This design comes from an exercise in tuning for small area on the open sky130 flow, not from production work. Only simulation tests tie the RTL to the original design; equivalence was not proved. The clock port is modelled as an ideal driver; clocking choices that lean on that would not hold on a real chip. Power figures rest on the tool's default switching activity, not on a simulated workload.

Setup of run A:
## twist_deframer
module twist_deframer (
    input  wire        clk,
    input  wire        rst,           
    input  wire [3:0]  lane,          
    input  wire [1:0]  sym,           
    output reg         locked,
    output wire        pol_inv,
    output reg         oh_valid,
    output wire [63:0] oh_word,
    output reg         oh_crc_ok,
    output reg         pl_valid,
    output wire [39:0] pl_word,
    output reg         stuff_rm,
    output reg         rx_ovf
);
Size: ~720 cells after synthesis, about 170 flip-flops, about 120 I/O pins, roughly 0.0080 mm² of cells after synthesis.
clock: 8.0 ns
lec_check: 0
cap_margin: 20
core_margin: 2
core_utilization: 70
slew_margin: 20
standard.sh (not shown) runs the stock make flow with config.mk's settings and CLKGATE_MAP_FILE= SYNTH_SCRIPT=/design/flow/synth_recipe.tcl, a recipe that flattens the netlist after the stock synthesis.
==> flow/flow/run.sh <==
#!/bin/bash
# The standard layout (standard.sh) with these changes:
#  - synthesis: the standard flow's own synthesis script, except that ABC maps the
#    logic with flow/area.abc (area-oriented) instead of ORFS's speed
#    script. Flip-flops are mapped before ABC, so the registers are the
#    standard synthesis's.
#  - buf_1 port buffers;
#  - a clock tree without dummy loads, clkbuf_8 at the root and clkbuf_4
#    leaves; leaves with a high slew are upsized after CTS
#    (flow/post_cts.tcl).
# The make output goes to flow_make.log here; ORFS's per-step logs, one per
# tool run, are under orfs/logs.
set -euo pipefail
here=$(pwd)

awk -v abc="$here/flow/area.abc" '
  /^[ \t]*log_cmd abc \{\*\}\$abc_args[ \t]*$/ {
    print "  set abc_args [lreplace $abc_args 1 1 " abc "]"; n++ }
  { print }
  END { if (n != 1) exit 1 }' "$FLOW_HOME/scripts/synth.tcl" > "$here/my_synth_core.tcl"
awk -v core="$here/my_synth_core.tcl" '
  $0 == "source $::env(SCRIPTS_DIR)/synth.tcl" { print "source " core; n++; next }
  { print }
  END { if (n != 1) exit 1 }' "$here/synth_recipe.tcl" > "$here/my_synth.tcl"
sed -e "s#SYNTH_SCRIPT=[^ ]*#SYNTH_SCRIPT=$here/my_synth.tcl#" "$here/standard.sh" > "$here/my_standard.sh"
grep -q "SYNTH_SCRIPT=$here/my_synth.tcl" "$here/my_standard.sh"

export BUFFER_PORTS_ARGS="-buffer_cell sky130_fd_sc_hd__buf_1"
export CTS_ARGS="-sink_clustering_enable -repair_clock_nets -dont_use_dummy_load -root_buf sky130_fd_sc_hd__clkbuf_8 -buf_list sky130_fd_sc_hd__clkbuf_4"
export POST_CTS_TCL="$here/flow/post_cts.tcl"
export CLK_UPSIZE_SLEW=0.115
bash "$here/my_standard.sh" > "$here/flow_make.log" 2>&1
==> flow/flow/area.abc <==
&get -n
&st
&syn3
&dch
&nf -R 1000
&st
&syn3
&dch
&nf -R 1000
&st
&syn3
&dch
&nf -R 1000
&st
&syn3
&dch
&nf -R 1000
&put
==> flow/flow/post_cts.tcl <==
# After clock tree synthesis: the leaf clock buffers are clkbuf_4; upsize to
# clkbuf_8 those whose output slew is above CLK_UPSIZE_SLEW (ns), then
# legalize the placement again.
estimate_parasitics -placement
set nup 0
foreach inst [get_cells clkbuf_*] {
  if {[get_property $inst ref_name] ne "sky130_fd_sc_hd__clkbuf_4"} { continue }
  set s [get_property [get_pins [get_name $inst]/X] slew_max]
  if {$s > $::env(CLK_UPSIZE_SLEW)} {
    replace_cell $inst sky130_fd_sc_hd__clkbuf_8
    incr nup
  }
}
puts "post_cts: upsized $nup clock buffers"
if {$nup > 0} {
  detailed_placement
  estimate_parasitics -placement
}
Relative to run A, the following input files were edited for run B:
==> flow/flow/run.sh <==
#!/bin/bash
set -euo pipefail
here=$(pwd)
export BUFFER_PORTS_ARGS="-buffer_cell sky130_fd_sc_hd__buf_1"
export CTS_ARGS="-sink_clustering_enable -repair_clock_nets -dont_use_dummy_load -root_buf sky130_fd_sc_hd__clkbuf_8 -buf_list sky130_fd_sc_hd__clkbuf_4"
export POST_CTS_TCL="$here/flow/post_cts.tcl"
export CLK_UPSIZE_SLEW=0.100
bash standard.sh > "$here/flow_make.log" 2>&1
removed: flow/flow/area.abc
==> comparison <==
Compared with run A, run B shows a lower area growth from synthesis to layout.
On share of total power in combinational logic, the lower figure sits with run A, not run B.
Looking at setup slack, run B sits 270 ps higher than run A does.
Compared with run A, in run B pin count of the biggest net entering global routing now sits higher, maximum frequency now sits higher, power now sits higher.
diff inputs: run B => run C
Settings: CORE_UTILIZATION: 70 -> 40.
==> flow/flow/run.sh <==
#!/bin/bash
set -euo pipefail
export BUFFER_PORTS_ARGS="-buffer_cell sky130_fd_sc_hd__buf_1"
export CTS_ARGS="-sink_clustering_enable -repair_clock_nets -dont_use_dummy_load -buf_list sky130_fd_sc_hd__clkbuf_8"
bash standard.sh > flow_make.log 2>&1
removed: flow/flow/post_cts.tcl
==> run summary <==
Any difference in combinational power between run C and run B is small enough to ignore. Measured against each other, run C and run B differ in final weighted congestion in routability-driven placement, the higher figure coming from run B. Run B closes out successfully: all stages finished, all timing, DRC and antenna checks passed. Run C finished every stage and its layout cleared the timing, DRC and antenna checks. Compared with run B, run C improves detailed-route via count. In run C the tapcell count turned out about 90% higher than in run B. Run C reports a higher maximum frequency than run B does. In run C the violation count after the first detailed-route iteration turned out 20% lower than in run B. Diff run C and run B: setup slack lower in run B. Re global-route usage: run B was higher than run C. The core outline area number comes out lower for run B vs run C.
> inputs changed (run C -> run D)
Settings: a change of CORE_UTILIZATION from 40 to 70.
==> comparison <==
Run D ended with less routed wire length than run C.
Placed instance area of run D falls short of that of run C slightly.
Run D ends up with a global-route usage that is 10 points higher than in run C.
Re area growth from synthesis to layout: run C and run D aren't equal, and the higher value belongs to run C.
Routed length per placed instance up about 5.6% in run D wrt run C

* * *

== lagoon ==
twist_deframer, a different RTL version from the one above (not shown whole).
Size: roughly 200 flip-flops, roughly 9400 um^2 of cells after synthesis.
Settings: LEC_CHECK=0, ABC_AREA=1, CAP_MARGIN=20, CORE_MARGIN=2, CORE_UTILIZATION=40, SLEW_MARGIN=20; clock period 8.0 ns.
run.sh (not shown) runs the stock make flow with config.mk's settings and CLKGATE_MAP_FILE= SYNTH_SCRIPT=/design/flow/synth_recipe.tcl, a recipe that flattens the netlist after the stock synthesis.
Stock flow here: none of the scripts above is used.
## Diff of input files: harbor against lagoon
-- flow/config.mk --
<<< lagoon, line 6
export NUM_CORES = 4
export LEC_CHECK = 0
export ABC_AREA = 1
export CAP_MARGIN = 20
export CORE_MARGIN = 2
export CORE_UTILIZATION = 40
export SLEW_MARGIN = 20
>>> harbor, line 6
export NUM_CORES = 4
export LEC_CHECK = 0
export CAP_MARGIN = 20
export CORE_MARGIN = 2
export CORE_UTILIZATION = 40
export CTS_CLUSTER_DIAMETER = 100
export CTS_CLUSTER_SIZE = 30
export SLEW_MARGIN = 20
### Flow results
- [harbor vs lagoon] count of plain and timing-repair buffers: higher in harbor
- Summary of harbor over lagoon: cell count decreased by 106 relative to the old numbers, share of cell area taken by flip-flops and latches shows an increase of 0.15 points.
- Relative to lagoon, the wire length per cell of harbor is higher by 1.6%.
- Sort harbor and lagoon by routability congestion estimate desc -> top: lagoon
- Comparing harbor against lagoon, there is no change at all in count of clock-buffer cells in the layout.
- harbor ends up with a via count that is about 5.4% lower than in lagoon.
- lagoon -> harbor: maximum clock skew at final layout flat
- Compared with lagoon, wire length in harbor decreased by a few percent.
- harbor vs lagoon: combined area of the multi-input logic cells up
> inputs changed (harbor -> xenon)
-- flow/config.mk --
<<< harbor, line 9
export CORE_MARGIN = 2
export CORE_UTILIZATION = 40
export CTS_CLUSTER_DIAMETER = 100
export CTS_CLUSTER_SIZE = 30
export SLEW_MARGIN = 20
>>> xenon, line 9
export CORE_MARGIN = 2
export CORE_UTILIZATION = 40
export CTS_BUF_LIST = sky130_fd_sc_hd__clkbuf_8
export CTS_CLUSTER_DIAMETER = 100
export CTS_CLUSTER_SIZE = 20
export SLEW_MARGIN = 20
==> comparison <==
xenon did not stop at any stage, and its layout met the timing, DRC and antenna checks. Comparing xenon against harbor, there is no change at all in critical path depth in cells. There was hardly any difference in global-route usage over all layers between harbor and xenon. xenon against harbor: worst setup margin now sits higher; clock network power share now sits lower; via count now sits higher.
Setup changes, xenon to maple
-- flow/config.mk --
<<< xenon, line 9
export CORE_MARGIN = 2
export CORE_UTILIZATION = 40
export CTS_BUF_LIST = sky130_fd_sc_hd__clkbuf_8
export CTS_CLUSTER_DIAMETER = 100
export CTS_CLUSTER_SIZE = 20
export SLEW_MARGIN = 20
>>> maple, line 9
export CORE_MARGIN = 2
export CORE_UTILIZATION = 40
export SLEW_MARGIN = 20
## What came out
For combinational power, xenon and maple come out practically identical. The total length of routed met2 wires of maple is lower than that of xenon. Compared with xenon, maple shows a lower via count. Post-route setup TNS: xenon vs maple identical.

* * *

The RTL this note starts from:
==> flow/design.v <==
module twist_deframer (
    input  wire        clk,
    input  wire        rst,           
    input  wire [3:0]  lane,          
    input  wire [1:0]  sym,           
    output reg         locked,
    output wire        pol_inv,
    output reg         oh_valid,
    output wire [63:0] oh_word,
    output reg         oh_crc_ok,
    output reg         pl_valid,
    output wire [39:0] pl_word,
    output reg         stuff_rm,
    output reg         rx_ovf
);
    localparam [30:0] FAW       = 31'h7125_B696;
    localparam [43:0] SEED_LOW  = 44'h5A5_A5A5_A5A5;
    wire        bit_in = sym[1];
    reg  [29:0] win;
    wire [30:0] diff   = {win, bit_in} ^ FAW;
    function [4:0] popcount31;
        input [30:0] v;
        integer n;
        reg [4:0] c;
        begin
            c = 5'd0;
            for (n = 0; n < 31; n = n + 1)
                c = c + {4'd0, v[n]};
            popcount31 = c;
        end
    endfunction
    wire [4:0] ndiff     = popcount31(diff);
    wire       faw_match = (ndiff <= 5'd3);
    wire       faw_inv   = (ndiff >= 5'd28);
    reg        verif;         
    reg        cand_pol;      
    reg [1:0]  cnt2;          
    reg [3:0]  ncrc_bad;      
    reg [13:0] fpos;          
    reg [1:0]  run_level;
    reg [5:0]  run_len;       
    reg        pay;           
    reg        first;         
    reg [5:0]  cnt;           
    reg [9:0]  widx;          
    reg [7:0]  crc;
    reg [28:0] s_od;          
    reg [19:0] p_ev;          
    reg [14:0] p_od;          
    reg [4:0]  prev_fn;
    reg [2:0]  prev_ofs;
    reg [1:0]  prev_just;
    reg        prev_ovf;
    wire [28:0] s_ev = win[28:0];           
    wire [19:0] p_odf = {crc[4:0], p_od};   
    assign pol_inv = locked & cand_pol;
    assign oh_word = {s_od, p_ev, p_od};
    genvar gi;
    generate
        for (gi = 0; gi < 20; gi = gi + 1) begin : g_pl
            assign pl_word[2*gi]   = p_ev[gi];
            assign pl_word[2*gi+1] = p_odf[gi];
        end
    endgenerate
    wire        fz13    = (fpos[12:0] == 13'd0);
    wire [13:0] pos     = {fpos[12:0], fpos[13] ^ fpos[4] ^ fpos[2] ^ fpos[0] ^ fz13};
    wire        at_30   = fz13 && !fpos[13];
    wire        at_lm1  = (fpos == 14'd3857);
    reg         at_last;      
    reg         in_body;      
    wire lock_match = cand_pol ? faw_inv : faw_match;
    wire content_left = (widx != 10'd972);
    wire body_l       = locked && in_body && content_left;
    wire run_47       = (run_len == 6'd51);
    wire is_stuff     = body_l && run_47;
    wire is_content   = body_l && !run_47;
    wire is_oh        = is_content && !pay;
    wire [5:0] cnt_inc = {cnt[4:0], cnt[5] ^ cnt[4] ^ (cnt[4:0] == 5'd0)};
    wire is_oh_last   = is_oh && (cnt == 6'd32);
    wire is_payload   = is_content && pay;
    wire is_guard     = locked && at_last;
    wire        oh_bit   = bit_in ^ cand_pol;
    wire        crc_fb   = crc[7] ^ oh_bit;
    wire [7:0]  crc_next = {crc[6:0], 1'b0} ^ (crc_fb ? 8'h07 : 8'h00);
    wire        crc_good = (crc_next == 8'h00);
    wire        crc_drop = !crc_good && (ncrc_bad == 4'd8);
    wire [63:0] oh_full  = {oh_word[62:0], oh_bit};
    wire [4:0]  rx_fn    = oh_full[39:35];
    wire [2:0]  rx_ofs   = oh_full[34:32];
    wire [1:0]  rx_just  = (oh_full[27:26] == 2'd3) ? 2'd1 : oh_full[27:26];
    wire [4:0]  pr_fn    = (prev_fn == 5'd23) ? 5'd0 : prev_fn + 5'd1;
    wire [2:0]  pr_ofs   = prev_ofs + {2'd0, prev_ovf};
    wire [4:0]  use_fn   = crc_good ? rx_fn : pr_fn;
    wire [2:0]  use_ofs  = crc_good ? rx_ofs : pr_ofs;
    wire [1:0]  use_just = crc_good ? rx_just : prev_just;
    wire [1:0]  pbits_raw = {sym[1] ^ cand_pol, sym[1] ^ sym[0]};
    wire [57:0] seed  = {2'b10, prev_ofs, prev_fn, crc[3:0], SEED_LOW};
    wire        sd1   = seed[57] ^ seed[38];
    wire        sd2   = seed[56] ^ seed[37];
    wire [57:0] seed2 = {seed[55:0], sd1, sd2};
    wire        sb1   = first ? sd1 : s_od[28] ^ s_ev[19];
    wire        sb2   = first ? sd2 : s_ev[28] ^ s_od[18];
    wire [1:0]  dbits = pbits_raw ^ {sb1, sb2};
    wire [28:0] s_od_ld, s_ev_ld;
    generate
        for (gi = 0; gi < 29; gi = gi + 1) begin : g_sd
            assign s_od_ld[gi] = seed2[2*gi+1];
            assign s_ev_ld[gi] = seed2[2*gi];
        end
    endgenerate
    wire        word_end = (cnt == 6'd15);
    wire        deliver  = !((widx == 10'd998 && prev_just != 2'd0) ||
                             (widx == 10'd1011 && prev_just[1]));
    always @(posedge clk) begin
        if (!pay)
            win <= {win[28:0], bit_in};
        if (rst) begin
            win       <= 30'd0;
            locked    <= 1'b0;
            verif     <= 1'b0;
            run_level <= 2'd0;
            run_len   <= 6'd32;
            pay       <= 1'b0;
            prev_fn   <= 5'd0;
            prev_ofs  <= 3'd0;
            prev_just <= 2'd0;
            prev_ovf  <= 1'b0;
            oh_valid  <= 1'b0;
            oh_crc_ok <= 1'b0;
            pl_valid  <= 1'b0;
            stuff_rm  <= 1'b0;
            rx_ovf    <= 1'b0;
        end else begin
            fpos     <= pos;
            at_last  <= at_lm1;
            in_body  <= at_30 || (in_body && !at_lm1);
            oh_valid <= 1'b0;
            pl_valid <= 1'b0;
            stuff_rm <= is_stuff;
            rx_ovf   <= 1'b0;
            if (sym == run_level) begin
                if (run_len != 6'd38)
                    run_len <= {run_len[4:0], run_len[5] ^ run_len[4]};
            end else begin
                run_level <= sym;
                run_len   <= 6'd1;
            end
            if (!locked && !verif) begin
                if (faw_match || faw_inv) begin
                    verif    <= 1'b1;
                    cand_pol <= faw_inv;
                    cnt2     <= 2'd1;
                    fpos     <= 14'd1;
                end
            end else if (verif) begin
                if (at_30) begin
                    if (lock_match) begin
                        if (cnt2 == 2'd2) begin
                            verif    <= 1'b0;
                            locked   <= 1'b1;
                            cnt2     <= 2'd0;
                            ncrc_bad <= 4'd0;
                        end else begin
                            cnt2 <= cnt2 + 2'd1;
                        end
                    end else begin
                        verif <= 1'b0;
                    end
                end
            end else begin  
                if (at_30) begin
                    if (lock_match)
                        cnt2 <= 2'd0;
                    else if (cnt2 == 2'd3)
                        locked <= 1'b0;
                    else
                        cnt2 <= cnt2 + 2'd1;
                end
            end
            if (at_30) begin
                cnt  <= 6'd0;
                widx <= 10'd1;
                crc  <= 8'h00;
            end
            if (is_oh) begin
                {s_od, p_ev, p_od} <= oh_full;
                crc <= crc_next;
                cnt <= cnt_inc;
            end
            if (is_oh_last) begin
                oh_valid  <= 1'b1;
                oh_crc_ok <= crc_good;
                pay       <= !crc_drop;
                first     <= 1'b1;
                crc[3:0]  <= lane;
                prev_fn   <= use_fn;
                prev_ofs  <= use_ofs;
                prev_just <= use_just;
                if (crc_good)
                    ncrc_bad <= 4'd0;
                else if (crc_drop)
                    locked <= 1'b0;
                else
                    ncrc_bad <= {ncrc_bad[2:0], ncrc_bad[3] ^ ncrc_bad[2] ^ (ncrc_bad[2:0] == 3'd0)};
            end
            if (is_payload) begin
                first    <= 1'b0;
                s_od     <= first ? s_od_ld : {s_od[27:0], sb1};
                win      <= {win[28], first ? s_ev_ld : {s_ev[27:0], sb2}};
                p_ev     <= {p_ev[18:0], dbits[0]};
                p_od     <= {p_od[13:0], dbits[1]};
                crc[4:0] <= {crc[3:0], p_od[14]};
                if (word_end) begin
                    cnt      <= 6'd0;
                    widx     <= {widx[8:0], widx[9] ^ widx[6]};
                    pl_valid <= deliver;
                end else begin
                    cnt <= cnt_inc;
                end
            end
            if (is_guard) begin
                pay      <= 1'b0;
                prev_ovf <= content_left;
                rx_ovf   <= content_left;
            end
        end
    end
endmodule
Settings: LEC_CHECK=0, CAP_MARGIN=0, CORE_MARGIN=2, CORE_UTILIZATION=70, SLEW_MARGIN=0; clock period 8.0 ns.
standard.sh (not shown) runs the stock make flow with config.mk's settings and CLKGATE_MAP_FILE= SYNTH_SCRIPT=/design/flow/synth_recipe.tcl, a recipe that flattens the netlist after the stock synthesis.
==> flow/flow/run.sh <==
#!/bin/bash
# The standard layout (standard.sh) with these changes:
#  - synthesis: the standard flow's own synthesis script, except that ABC maps the
#    logic with flow/area.abc (area-oriented) instead of ORFS's speed
#    script. Flip-flops are mapped before ABC, so the registers are the
#    standard synthesis's.
#  - buf_1 port buffers;
#  - a clock tree without dummy loads, clkbuf_8 at the root and clkbuf_4
#    leaves; leaves with a high slew are upsized after CTS
#    (flow/post_cts.tcl).
# The make output goes to flow_make.log here; ORFS's per-step logs, one per
# tool run, are under orfs/logs.
set -euo pipefail
here=$(pwd)

awk -v abc="$here/flow/area.abc" '
  /^[ \t]*log_cmd abc \{\*\}\$abc_args[ \t]*$/ {
    print "  set abc_args [lreplace $abc_args 1 1 " abc "]"; n++ }
  { print }
  END { if (n != 1) exit 1 }' "$FLOW_HOME/scripts/synth.tcl" > "$here/my_synth_core.tcl"
awk -v core="$here/my_synth_core.tcl" '
  $0 == "source $::env(SCRIPTS_DIR)/synth.tcl" { print "source " core; n++; next }
  { print }
  END { if (n != 1) exit 1 }' "$here/synth_recipe.tcl" > "$here/my_synth.tcl"
sed -e "s#SYNTH_SCRIPT=[^ ]*#SYNTH_SCRIPT=$here/my_synth.tcl#" "$here/standard.sh" > "$here/my_standard.sh"
grep -q "SYNTH_SCRIPT=$here/my_synth.tcl" "$here/my_standard.sh"

export BUFFER_PORTS_ARGS="-buffer_cell sky130_fd_sc_hd__buf_1"
export CTS_ARGS="-sink_clustering_enable -repair_clock_nets -dont_use_dummy_load -root_buf sky130_fd_sc_hd__clkbuf_8 -buf_list sky130_fd_sc_hd__clkbuf_4"
export POST_CTS_TCL="$here/flow/post_cts.tcl"
export CLK_UPSIZE_SLEW=0.115
bash "$here/my_standard.sh" > "$here/flow_make.log" 2>&1
==> flow/flow/area.abc <==
&get -n
&st
&syn3
&dch
&nf -R 1000
&st
&syn3
&dch
&nf -R 1000
&st
&syn3
&dch
&nf -R 1000
&st
&syn3
&dch
&nf -R 1000
&put
==> flow/flow/post_cts.tcl <==
# After clock tree synthesis: the leaf clock buffers are clkbuf_4; upsize to
# clkbuf_8 those whose output slew is above CLK_UPSIZE_SLEW (ns), then
# legalize the placement again.
estimate_parasitics -placement
set nup 0
foreach inst [get_cells clkbuf_*] {
  if {[get_property $inst ref_name] ne "sky130_fd_sc_hd__clkbuf_4"} { continue }
  set s [get_property [get_pins [get_name $inst]/X] slew_max]
  if {$s > $::env(CLK_UPSIZE_SLEW)} {
    replace_cell $inst sky130_fd_sc_hd__clkbuf_8
    incr nup
  }
}
puts "post_cts: upsized $nup clock buffers"
if {$nup > 0} {
  detailed_placement
  estimate_parasitics -placement
}
The baseline completed without violations.
Then changed:
--- a/flow/config.mk
+++ b/flow/config.mk
@@ -6,6 +6,7 @@
 export NUM_CORES = 4
 export LEC_CHECK = 0
-export CAP_MARGIN = 0
+export CAP_MARGIN = 20
 export CORE_MARGIN = 2
 export CORE_UTILIZATION = 70
-export SLEW_MARGIN = 0
+export GPL_TIMING_DRIVEN = 0
+export SLEW_MARGIN = 20
After rerunning:
- design area increases by about 4.3%
- routed wire length came out higher by 1.8%
- worst setup slack gets worse by 0.19 ns
- power climbs by about 0.5%

==> what the ideal ports hide <==
In the flow no input, the clock included, has a driving cell. The finished layouts below were timed again as built, in two steps.
Step 1, drivers: a clkbuf_16 drives clk and a buf_2 each remaining input, both assumed.
Step 2, shift: input delay + t, output delay - t, t = (earliest + latest rising clock arrival at the registers) / 2. This alone moves slack from input paths to output paths.
Three values: ideal ports, drivers, drivers and shift; two values: the first two.
run | t, ns | setup WS [ns] | slew at the worst register clock pin (ns) | worst slew at a driven data input, ns
run A | 0.478 | 0.579 / 0.594 / 0.116 | 0.11 / 0.11 | 0.04
run B | 0.486 | 0.845 / 0.853 / 0.368 | 0.10 / 0.10 | 0.05
run C | 0.486 | 0.946 / 0.961 / 0.475 | 0.10 / 0.10 | 0.06
run D | 0.488 | 0.860 / 0.869 / 0.380 | 0.09 / 0.09 | 0.05
lagoon | 0.479 | 0.877 / 0.895 / 0.416 | 0.08 / 0.08 | 0.04
harbor | 0.477 | 0.728 / 0.748 / 0.270 | 0.08 / 0.08 | 0.04
xenon | 0.504 | 0.772 / 0.786 / 0.283 | 0.11 / 0.11 | 0.04
maple | 0.477 | 0.728 / 0.748 / 0.270 | 0.08 / 0.08 | 0.04
the first run of note 3 | 0.478 | 0.613 / 0.592 / 0.114 | 0.12 / 0.12 | 0.05
the second run of note 3 | 0.470 | 0.422 / 0.433 / -0.037 | 0.12 / 0.12 | 0.04
Met with ideal ports but missed after step 2: setup timing in the second run of note 3. The setup slack of the first run of note 3, which loses most, moves by -0.021 ns with the drivers and by -0.499 ns with both steps.
